This design comes from an exercise in tuning for small area, a short achievable clock period and few clock cycles on the open sky130 flow, not from production work.
Only simulation tests tie the RTL to the original design; equivalence was not proved.

== run 1 ==
Design cv_unit, start of the top module:
module cv_unit (
    input  wire        clk,
    input  wire        rst,       
    input  wire        we,
    input  wire [2:0]  waddr,
    input  wire [63:0] wdata,
    input  wire [2:0]  raddr,
    output reg  [63:0] rdata,
    output wire        busy
);
    localparam A_CFG    = 3'd0;
    localparam A_POLY   = 3'd1;
    localparam A_INIT   = 3'd2;
    localparam A_VALUE  = 3'd3;
    localparam A_DATA   = 3'd4;
    localparam A_CMD    = 3'd5;
    localparam A_RESULT = 3'd6;
    reg  [5:0]  sh;                     
    wire [6:0]  width = 7'd64 - {1'b0, sh};
    reg         refin, refout, invert;
    reg  [63:0] poly, init, value;
    reg  [3:0]  nbytes;
    reg  [63:0] dbuf;
    reg  [3:0]  pend;
    reg  [31:1] q;
    reg         qbad;                   
    wire        qok = !qbad;
    wire [63:0] mask = {64{1'b1}} >> sh;
    reg  [63:0] vrev, prev;
    integer j;
    always @* begin
        for (j = 0; j < 64; j = j + 1) begin
            vrev[j] = value[63 - j];
            prev[j] = poly[63 - j];
        end
    end
    wire [63:0] vref = vrev >> sh;    
    wire [63:0] pref = prev >> sh;    
    reg  [31:0] qn;
    integer a, u, kk;
    always @* begin
        qn = 32'd1;
        for (kk = 1; kk < 32; kk = kk * 2)
            for (a = kk; a < 2 * kk; a = a + 1) begin
                qn[a] = pref[a - 1];
                for (u = 2; u <= a; u = u + 2)
                    qn[a] = qn[a] ^ (qn[u / 2] & ((u == a) ? 1'b1 : pref[a - u - 1]));
            end
    end
    function [2:0] t_cm2(input [1:0] a, input [1:0] b);
        integer i;
        begin
            t_cm2 = 3'd0;
            for (i = 0; i < 2; i = i + 1)
                t_cm2 = t_cm2 ^ ({3{a[i]}} & ({1'd0, b} << i));
        end
    endfunction
    function [1:0] t_lh2(input [1:0] a, input [1:0] b);
        integer i;
        begin
            t_lh2 = 2'd0;
            for (i = 0; i < 2; i = i + 1)
                t_lh2 = t_lh2 ^ ({2{a[i]}} & (b << i));
        end
    endfunction
    function [6:0] t_cm4(input [3:0] a, input [3:0] b);
        integer i;
        begin
  ...
Size: ~7600 cells after synthesis, ~310 flip-flops, ~140 I/O pins.
clock: 16.0 ns
lec_check: 0
cap_margin: 20
core_margin: 2
core_utilization: 25
place_density: 0.5
slew_margin: 20
tns_end_percent: 100
standard.sh (not shown) runs the stock make flow with config.mk's settings and CLKGATE_MAP_FILE= SYNTH_SCRIPT=/design/flow/synth_recipe.tcl, a recipe that flattens the netlist after the stock synthesis.
==> flow/flow/run.sh <==
#!/bin/bash
set -euo pipefail
bash standard.sh SETUP_SLACK_MARGIN=7 MATCH_CELL_FOOTPRINT=0 finish > make_finish.log 2>&1
Testbench counts of run 1, summed over its fixed seeds: cycles 7,307.
Input-level comparison between run 2 and run 1:
==> flow/flow/run.sh <==
#!/bin/bash
set -euo pipefail
bash standard.sh SETUP_SLACK_MARGIN=6.75 MATCH_CELL_FOOTPRINT=0 finish > make_finish.log 2>&1
diff --git a/flow/config.mk b/flow/config.mk
--- a/flow/config.mk
+++ b/flow/config.mk
@@ -8,6 +8,6 @@
 export CAP_MARGIN = 20
 export CORE_MARGIN = 2
-export CORE_UTILIZATION = 25
-export PLACE_DENSITY = 0.5
+export CORE_UTILIZATION = 30
+export PLACE_DENSITY = 0.45
 export SLEW_MARGIN = 20
 export TNS_END_PERCENT = 100
--- outcome ---
- Run 2 reached the final stage; the timing, DRC and antenna checks on its layout passed.
- On total via count in the routed design: run 2 sits above run 1.
- Compared run 2 vs run 1, and final worst-path cycle share is up in run 2.
- Layout-stage area growth over the synthesis result sits lower in run 2 than in run 1.
- Worst setup slack after layout: run 2 lower than run 1
- Against run 1 as the reference, run 2 delivers a higher met3 wirelength from detailed routing.
- Run 2 vs run 1 on sequential share of layout area: run 2 is the higher one.
- Of run 2 and run 1, run 2 shows the higher slew of the pin with the lowest slew margin, with run 1 below it.
[inputs] run 3 vs run 2
==> flow/flow/run.sh <==
#!/bin/bash
set -euo pipefail
bash standard.sh SETUP_SLACK_MARGIN=7 MATCH_CELL_FOOTPRINT=0 finish > make_finish.log 2>&1
[summary]
Compared to run 2, run 3 reaches a higher achievable clock. Run 3 vs. run 2: endpoint arrival time on the critical path went down 0.39 ns. Post-cts resize count grows by more than a quarter when moving from run 2 to run 3. Share of the final layout cell area in sequential cells across run 2 and run 3: no real change. Against run 2, global-route wire length before repair in run 3 rose slightly. Run 3 reports a higher setup slack than run 2 does.

## static timing again, ports no longer ideal
In the flow no input, the clock included, has a driving cell. The finished layouts below were timed again as built, in two steps.
Step 1 assumes that a clkbuf_16 drives the clock port and a buf_2 every other input.
Step 2 adds t to the input delays and takes it off the output delays; t is the mean of the earliest and latest rising clock arrival at the registers after step 1. Input paths then give back, and output paths get back, about the clock's delay inside the block.
a / b / c = ideal / step 1 / step 2; a / b = the first two.
run | shift t [ns] | setup slack, ns | worst hold slack (ns) | worst setup path after step 2 | worst register clock-pin slew, ns
run 1 | 0.708 | 6.865 / 6.799 / 6.384 | 0.465 / 0.465 / 0.465 | input to register | 0.07 / 0.07
run 2 | 0.724 | 6.382 / 6.318 / 6.020 | 0.475 / 0.475 / 0.475 | input to register | 0.09 / 0.09
run 3 | 0.722 | 6.772 / 6.706 / 6.321 | 0.475 / 0.475 / 0.475 | input to register | 0.09 / 0.09
After both steps every run listed still meets setup and hold. For run 1, which loses most, drivers alone change the setup slack by -0.066 ns; drivers and shift together by -0.481 ns.
